Background: an optimization exercise with open tools, aiming at small area, a short achievable clock period and few clock cycles. Do not read the settings as production practice.
No functional check of the RTL was part of this run.
Power is estimated from default activity; no workload was simulated.

`design/flow/design.v`:
```
module loop_slot (
    input             clk,
    input             rst,           
    input             start,
    input      [12:0] start_pc,
    input      [9:0]  sig_base,
    input      [8:0]  act_base,
    input      [127:0] params,       
    input             clear,         
    output            ready,
    output     [12:0] imem_addr,
    input      [31:0] imem_rdata,
    output     [9:0]  sig_addr,
    input      [15:0] sig_rdata,
    output            wr_valid,
    output            wr_prof,       
    output     [8:0]  wr_addr,
    output     [31:0] wr_data,
    output reg        done,
    output reg        st_sat,
    output reg        st_clp,
    output reg        st_raised,
    output reg        st_fe_active,
    output reg        st_fe_seen,
    output reg [15:0] cyc_last
);
    localparam OP_NOP  = 6'h00, OP_END  = 6'h01, OP_RAISE = 6'h02, OP_LDI  = 6'h03,
               OP_MOV  = 6'h04, OP_RDS  = 6'h05, OP_RDP   = 6'h06, OP_WRA  = 6'h07,
               OP_WTG  = 6'h08, OP_ADD  = 6'h10, OP_SUB   = 6'h11, OP_ADDI = 6'h12,
               OP_MUL  = 6'h13, OP_NEG  = 6'h14, OP_ABS   = 6'h15, OP_MIN  = 6'h16,
               OP_MAX  = 6'h17, OP_CLMP = 6'h18, OP_SHL   = 6'h19, OP_SHR  = 6'h1A,
               OP_LPF  = 6'h1B, OP_CLRA = 6'h20, OP_LDA   = 6'h21, OP_MAC  = 6'h22,
               OP_MSU  = 6'h23, OP_ACCA = 6'h24, OP_SHRA  = 6'h25, OP_SATA = 6'h26,
               OP_ACLP = 6'h27, OP_SKP  = 6'h30, OP_FEL   = 6'h31;
    reg         busy;
    reg  [12:0] pc;
    reg  [255:0] vregs;      
    reg  [159:0] accs;       
    reg         clp;
    reg         fe_active;
    reg         sat_run;
    reg         raised_run;
    reg         fe_seen_run;
    reg  [15:0] cyc_run;
    reg  [127:0] par;
    reg  [9:0]  sbase;
    reg  [8:0]  abase;
    assign ready     = !busy;
    assign imem_addr = pc;
    wire [31:0] ins   = imem_rdata;
    wire [5:0]  op    = ins[31:26];
    wire [3:0]  f_d   = ins[25:22];
    wire [1:0]  f_n   = ins[23:22];
    wire [1:0]  f_sn  = ins[19:18];       
    wire [2:0]  f_cond = ins[25:23];
    wire [3:0]  f_a   = ins[21:18];
    wire [3:0]  f_b   = ins[17:14];
    wire [15:0] f_imm = ins[15:0];
    wire [9:0]  f_sig = ins[9:0];
    wire [8:0]  f_act = ins[8:0];
    wire [2:0]  f_k   = ins[2:0];
    wire [3:0]  f_sh  = ins[3:0];
    wire [4:0]  f_prof = ins[4:0];
    wire [7:0]  f_cnt = ins[7:0];
    wire signed [15:0] va  = vregs[f_a*16 +: 16];
    wire signed [15:0] vb  = vregs[f_b*16 +: 16];
    wire signed [15:0] vd  = vregs[f_d*16 +: 16];
    wire signed [15:0] imm = f_imm;
    wire [1:0]  acc_sel    = (op == OP_SATA) ? f_sn : f_n;
    wire signed [39:0] an  = accs[acc_sel*40 +: 40];
    wire signed [15:0] pk  = par[f_k*16 +: 16];
    assign sig_addr = ins[21] ? (f_sig + sbase) : f_sig;
    wire signed [31:0] prod     = va * vb;
    wire signed [16:0] lpf_diff = va - vd;
    wire signed [32:0] lpf_prod = lpf_diff * vb;
    wire signed [54:0] an_shl   = an <<< f_sh;
    wire signed [39:0] va_q30   = va <<< 15;
    wire signed [39:0] vb_q30   = vb <<< 15;
    reg  signed [40:0] pre16;
    always @* begin
        case (op)
            OP_ADD:  pre16 = va + vb;
            OP_SUB:  pre16 = va - vb;
            OP_ADDI: pre16 = va + imm;
            OP_MUL:  pre16 = (prod + 32'sd16384) >>> 15;
            OP_NEG:  pre16 = -va;
            OP_ABS:  pre16 = (va < 0) ? -va : va;
            OP_SHL:  pre16 = va <<< f_sh;
            OP_LPF:  pre16 = vd + ((lpf_prod + 33'sd16384) >>> 15);
            OP_SATA: pre16 = (an_shl + 55'sd16384) >>> 15;
            default: pre16 = 41'sd0;
        endcase
    end
    wire        sat16_hi = pre16 > 41'sd32767;
    wire        sat16_lo = pre16 < -41'sd32768;
    wire [15:0] sat16_val = sat16_hi ? 16'h7fff : sat16_lo ? 16'h8000 : pre16[15:0];
    reg signed [41:0] pre40;
    always @* begin
        case (op)
            OP_MAC:  pre40 = an + prod;
            OP_MSU:  pre40 = an - prod;
            OP_ACCA: pre40 = an + va_q30;
            default: pre40 = 42'sd0;
        endcase
    end
    wire        sat40_hi = pre40 > 42'sh7f_ffff_ffff;
    wire        sat40_lo = pre40 < -42'sh80_0000_0000;
    wire [39:0] sat40_val = sat40_hi ? 40'h7f_ffff_ffff : sat40_lo ? 40'h80_0000_0000 : pre40[39:0];
    wire signed [15:0] clmp_lo  = (vd < va) ? va : vd;
    wire signed [15:0] clmp_val = (clmp_lo > vb) ? vb : clmp_lo;
    wire signed [39:0] aclp_lo  = (an < va_q30) ? va_q30 : an;
    wire signed [39:0] aclp_val = (aclp_lo > vb_q30) ? vb_q30 : aclp_lo;
    reg skip;
    always @* begin
        case (f_cond)
            3'b000:  skip = (va == vb);
            3'b001:  skip = (va != vb);
            3'b010:  skip = (va <  vb);
            3'b011:  skip = (va >= vb);
            3'b100:  skip = (va >  vb);
            3'b101:  skip = (va <= vb);
            3'b110:  skip = clp;
            default: skip = 1'b0;
        endcase
    end
    wire signed [16:0] abs_va = (va < 0) ? -va : va;
    wire        fe_over = abs_va > vb;
    reg        v_we;
    reg [15:0] v_wdata;
    reg        a_we;
    reg [1:0]  a_sel;
    reg [39:0] a_wdata;
    reg        sat_set;
    always @* begin
        v_we    = 1'b0;
        v_wdata = 16'd0;
        a_we    = 1'b0;
        a_sel   = f_n;
        a_wdata = 40'd0;
        sat_set = 1'b0;
        case (op)
            OP_LDI:  begin v_we = 1'b1; v_wdata = f_imm; end
            OP_MOV:  begin v_we = 1'b1; v_wdata = va; end
            OP_RDS:  begin v_we = 1'b1; v_wdata = sig_rdata; end
            OP_RDP:  begin v_we = 1'b1; v_wdata = pk; end
            OP_ADD, OP_SUB, OP_ADDI, OP_MUL, OP_NEG, OP_ABS, OP_SHL, OP_LPF, OP_SATA: begin
                v_we    = 1'b1;
                v_wdata = sat16_val;
                sat_set = sat16_hi | sat16_lo;
            end
            OP_MIN:  begin v_we = 1'b1; v_wdata = (va < vb) ? va : vb; end
            OP_MAX:  begin v_we = 1'b1; v_wdata = (va > vb) ? va : vb; end
            OP_CLMP: begin v_we = 1'b1; v_wdata = clmp_val; end
            OP_SHR:  begin v_we = 1'b1; v_wdata = va >>> f_sh; end
            OP_CLRA: begin a_we = 1'b1; a_wdata = 40'd0; end
            OP_LDA:  begin a_we = 1'b1; a_wdata = va_q30; end
            OP_MAC, OP_MSU, OP_ACCA: begin
                a_we    = 1'b1;
                a_wdata = sat40_val;
                sat_set = sat40_hi | sat40_lo;
            end
            OP_SHRA: begin a_we = 1'b1; a_wdata = an >>> f_sh; end
            OP_ACLP: begin a_we = 1'b1; a_wdata = aclp_val; end
            default: ;
        endcase
    end
    wire [1:0] ins_cyc = (op == OP_RDS || op == OP_WTG || op == OP_LPF) ? 2'd2 : 2'd1;
    wire [8:0] act_addr = ins[17] ? (f_act + abase) : f_act;
    assign wr_valid = busy && (op == OP_WRA || op == OP_WTG);
    assign wr_prof  = (op == OP_WTG);
    assign wr_addr  = (op == OP_WTG) ? {4'd0, f_prof} : act_addr;
    assign wr_data  = (op == OP_WTG) ? {va, vb} : {{16{va[15]}}, va};
    always @(posedge clk) begin
        if (rst) begin
            busy         <= 1'b0;
            pc           <= 13'd0;
            vregs        <= 256'd0;
            accs         <= 160'd0;
            clp          <= 1'b0;
            fe_active    <= 1'b0;
            sat_run      <= 1'b0;
            raised_run   <= 1'b0;
            fe_seen_run  <= 1'b0;
            cyc_run      <= 16'd0;
            par          <= 128'd0;
            sbase        <= 10'd0;
            abase        <= 9'd0;
            done         <= 1'b0;
            st_sat       <= 1'b0;
            st_clp       <= 1'b0;
            st_raised    <= 1'b0;
            st_fe_active <= 1'b0;
            st_fe_seen   <= 1'b0;
            cyc_last     <= 16'd0;
        end else begin
            done <= 1'b0;
            if (!busy) begin
                if (start) begin
                    busy        <= 1'b1;
                    pc          <= start_pc;
                    par         <= params;
                    sbase       <= sig_base;
                    abase       <= act_base;
                    sat_run     <= 1'b0;
                    raised_run  <= 1'b0;
                    fe_seen_run <= 1'b0;
                    cyc_run     <= 16'd0;
                    if (clear) begin
                        vregs     <= 256'd0;
                        accs      <= 160'd0;
                        clp       <= 1'b0;
                        fe_active <= 1'b0;
                    end
                end
            end else begin
                if (v_we)
                    vregs[f_d*16 +: 16] <= v_wdata;
                if (a_we)
                    accs[a_sel*40 +: 40] <= a_wdata;
                if (op == OP_ACLP)
                    clp <= (aclp_val != an);
                if (sat_set)
                    sat_run <= 1'b1;
                if (op == OP_RAISE)
                    raised_run <= 1'b1;
                if (op == OP_FEL) begin
                    fe_active   <= fe_over;
                    fe_seen_run <= 1'b1;
                end
                cyc_run <= cyc_run + ins_cyc;
                if (op == OP_SKP && skip)
                    pc <= pc + 13'd1 + f_cnt;
                else
                    pc <= pc + 13'd1;
                if (op == OP_END) begin
                    busy         <= 1'b0;
                    done         <= 1'b1;
                    st_sat       <= sat_run | sat_set;
                    st_clp       <= clp;
                    st_raised    <= raised_run;
                    st_fe_active <= fe_active;
                    st_fe_seen   <= fe_seen_run;
                    cyc_last     <= cyc_run + ins_cyc;
                end
            end
        end
    end
endmodule
```
`design/flow/run.sh`:
```
#!/bin/bash
# synth_recipe.tcl (not shown) runs the flow's synth.tcl, then flattens the netlist and writes it again
# the make line also repeats each setting of config.mk as NAME=value (left out here)
make -C /OpenROAD-flow-scripts/flow DESIGN_CONFIG=/design/flow/config.mk WORK_HOME=/design/flow/orfs CLKGATE_MAP_FILE= SYNTH_SCRIPT=/design/flow/synth_recipe.tcl finish
```
`design/flow/config.mk`:
```
export PLATFORM = sky130hd
export DESIGN_NAME = loop_slot
export DESIGN_NICKNAME = loop_slot
export VERILOG_FILES = /design/flow/design.v
export SDC_FILE = /design/flow/constraint.sdc
export NUM_CORES = 4
export LEC_CHECK = 0
export CAP_MARGIN = 20
export CORE_MARGIN = 2
export CORE_UTILIZATION = 40
export SLEW_MARGIN = 20
```
`design/flow/constraint.sdc`:
```
create_clock -name core_clock -period 18.0 [get_ports {clk}]
set_input_delay 3.6000 -clock core_clock [delete_from_list [all_inputs] [get_ports {clk}]]
set_output_delay 3.6000 -clock core_clock [all_outputs]
set_load 0.01 [all_outputs]
```
==> results.json <==
{
  "critPathSlowestCell": "a222oi_1",
  "final_nets": 11000,
  "dr.pass1.iters": 10,
  "grt_setup_unrepaired": "false",
  "viasPerCell": 6.50,
  "ys_types": 117,
  "p_leak_nw": 37.1,
  "skew_ns": 0.0367,
  "maxCapViolCount": 0,
  "ys_seq_area_frac": 0.165,
  "cp_top_family": "compound AO/OA/AOI/OAI gates",
  "setup_viol": 0,
  "die_w_um": 438,
  "cp-start-kind": "primary input",
  "hold_violations": 0,
  "period_share": 0.969,
  "hold_start": "par[111]$_SDFFE_PP0P_",
  "ys_async_sr_fraction": 0,
  "path_class": "primary input to flip-flop",
  "postRouteAntennaNets": 0,
  "drt_iter0_drc": 11500,
  "cp_data_required_time_ns": 18.53,
  "syn_area_mm2": 0.0753,
  "fp-row-count": 159,
  "grtUsageTotal": 0.409,
  "wl_per_cell_um": 32.8,
  "clock_tree.buffer_depth": 3,
  "drc_errors": 0,
  "routabilityCongestion": 1.08,
  "cp-end-kind": "flip-flop",
  "layout-drive-gt1-share": 0.147,
  "syn2layout_area_growth_pct": 16.8,
  "fp.dieArea_mm2": 0.192,
  "cp.arrival_ns": 17.97,
  "grt-ovfl-total": 0,
  "fmax_mhz": 57.3,
  "tightestPinTransition_ns": 1.21,
  "crit_fanout": 28,
  "drv_slew": 0,
  "clkTransAtPathRegs_ns": 0.06,
  "reg2reg_depth": 64,
  "max-vdd-ir-drop_uv": 70.9,
  "crit_top_cell": "inv_1",
  "whs_ns": 0.452,
  "clock-sinks": 620,
  "num_io_pins": 301,
  "netlist_instances": 9222,
  "first_global_vias": 77400,
  "synthesis.nets": 10400,
  "grt_max_degree": 98,
  "hpwlAfterDp_um": 309000,
  "synth_ff_type": "dfxtp_1",
  "syn_area_per_cell_um2": 8.17,
  "post-place-ws_ns": -0.479,
  "period_minus_slack_ns": 17.44,
  "final_util": 0.470,
  "setup_ws_ns": 0.563,
  "slowest_delay_ns": 0.76,
  "worstSkewPairLatency_ns": 0.70,
  "r2r_slack_ns": 3.45,
  "vias": 80000,
  "synth_enable_flop_cells": 0,
  "htreeDepth": 3,
  "antenna_found_initial": 26,
  "cts_root_buffer": "clkbuf_16",
  "hp-class": "flip-flop to flip-flop",
  "relSlewSlack": 0.188,
  "cp_num_buf_inv": 13,
  "ctsHoldBuffers": 0,
  "worstReg2RegStart": "vregs[114]$_SDFFE_PP0P_",
  "r2r-end": "vregs[209]$_SDFFE_PP0P_",
  "cts_tree": "yes",
  "grt_pass1_wl_um": 568000,
  "io_buffers": 300,
  "die_h_um": 438,
  "whs_path_depth": 2,
  "status": "no timing/DRC/antenna violations",
  "wl_um": 404000,
  "power_w": 0.00526,
  "min_to": "par[111]$_SDFFE_PP0P_",
  "synth-seq-cells": 620,
  "core_area_mm2": 0.187,
  "powerDensity_mw_per_mm2": 59.7,
  "ys.warnings.count": 1,
  "tns_ns": 0,
  "initial_core_util": 0.402,
  "cts_buffers": 70
}
flip-flops by register name, indices dropped and copies added (netlist names), 9 cells and up:
name      count
abase         9
accs        160
cyc_last     16
cyc_run      16
par         128
pc           13
sbase        10
vregs       256
cell usage after synthesis, drive strengths merged, types with 156 or more instances:
library cell	n	area share
mux2i	156	0.021
buf	162	0.011
inv	776	0.039
a21oi	692	0.047
ha	457	0.076
mux4	301	0.090
fa	547	0.15
clkbuf	443	0.022
xnor2	221	0.026
nand2	1310	0.066
nor3	189	0.013
nor2	832	0.042
o21ai	572	0.038
dfxtp	620	0.16
worst reg2reg max path, delay by kind of cell (launching register included):
family          cells  cell delay [ns]
compound gates     24             4.85
fa+ha+maj           9             3.71
simple gates       18             3.05
buf+inv             9             1.10
mux                 2             1.06
flops               1             0.36
xor+xnor            2             0.26
worst max path at each step:
stage                               from  slack, ns                       to  cells past startpoint
after floorplan           imem_rdata[18]       0.03  vregs[100]$_SDFFE_PP0P_                     66
after global placement    imem_rdata[23]      -0.46   vregs[90]$_SDFFE_PP0P_                     66
after detailed placement  imem_rdata[23]      -0.48   vregs[11]$_SDFFE_PP0P_                     65
after CTS                 imem_rdata[23]       0.19   vregs[11]$_SDFFE_PP0P_                     66
after global routing      imem_rdata[23]     0.0003   vregs[11]$_SDFFE_PP0P_                     65
final                     imem_rdata[14]       0.56    accs[66]$_SDFFE_PP0P_                     50
where the power goes:
part	internal, W	switching [W]
sequential	0.00140	0.0000177
combinational	0.000858	0.00144
clock	0.000882	0.000669
through the flow:
| stage | std cells | area (um2) |
|---|---|---|
| 2_1_floorplan | 9222 | 75300 |
| 3_3_place_gp | 12200 | 85300 |
| 3_5_place_dp | 12200 | 85300 |
| 4_1_cts | 12300 | 87800 |
| 5_1_grt | 12300 | 88000 |
| 6_report | 12300 | 88000 |
layout by cell type (no fill, tap or decap), drive strengths merged, types with 221 or more instances in the layout:
| master | count |
|---|---|
| a21oi | 692 |
| buf | 779 |
| clkdlybuf4s50 | 286 |
| dfxtp | 620 |
| fa | 547 |
| ha | 457 |
| inv | 779 |
| mux4 | 301 |
| nand2 | 1310 |
| nor2 | 832 |
| o21ai | 572 |
| xnor2 | 221 |
metal layers:
metal,up-vias,wire length [um],part of all wire,GRT usage
met2,5477,169000,0.42,0.601
met4,18,28700,0.071,0.241
li1,33700,-,-,-
met5,-,328,0.00081,0.00819
met1,39600,156000,0.39,0.524
met3,1263,50000,0.12,0.128
cells by family after synthesis:
group,Yosys count,share of synthesized area
simple gates,2885,0.167
compound gates,2472,0.217
buf+inv,1399,0.0724
fa+ha+maj,1014,0.223
flops,620,0.165
mux,504,0.118
xor+xnor,328,0.0381
repair_timing:
action                     4_1_cts  5_1_grt
setup buffers                    0        4
gates resized for setup          0       31
setup endpoints to repair        0      261
cell type report:
| type | count | area [um2] |
|---|---|---|
| Inverter | 794 | 2990 |
| Sequential cell | 620 | 12400 |
| Tap cell | 2495 | 3120 |
| Timing Repair Buffer | 1067 | 9080 |
| Clock buffer | 87 | 1960 |
| Fill cell | 18500 | 99400 |
| Antenna cell | 13 | 32.5 |
| Multi-Input combinational cell | 7205 | 58000 |
| Clock inverter | 36 | 460 |

[static timing again, ports no longer ideal]
How much do the figures lean on ideal ports? The routed layout below was timed once more, with nothing changed but the port constraints. Step 1: set_driving_cell puts a clkbuf_16 on clk and a buf_2 on each other input, an assumption about the parent block. Step 2 also shifts input and output timing later by t, the mid clock arrival at the registers, as if the neighbouring blocks saw the same clock. a / b / c = ideal / step 1 / step 2; a / b = the first two.
shift t [ns]: 0.764
setup WS [ns]: 0.563 / 0.516 / -0.248
hold slack, ns: 0.452 / 0.452 / 0.452
clock arrival spread, ns: 0.036 / 0.037
With both steps, setup timing fails in this run, where it was met with ideal ports. For this run, drivers alone change the setup slack by -0.047 ns; drivers and shift together by -0.811 ns.
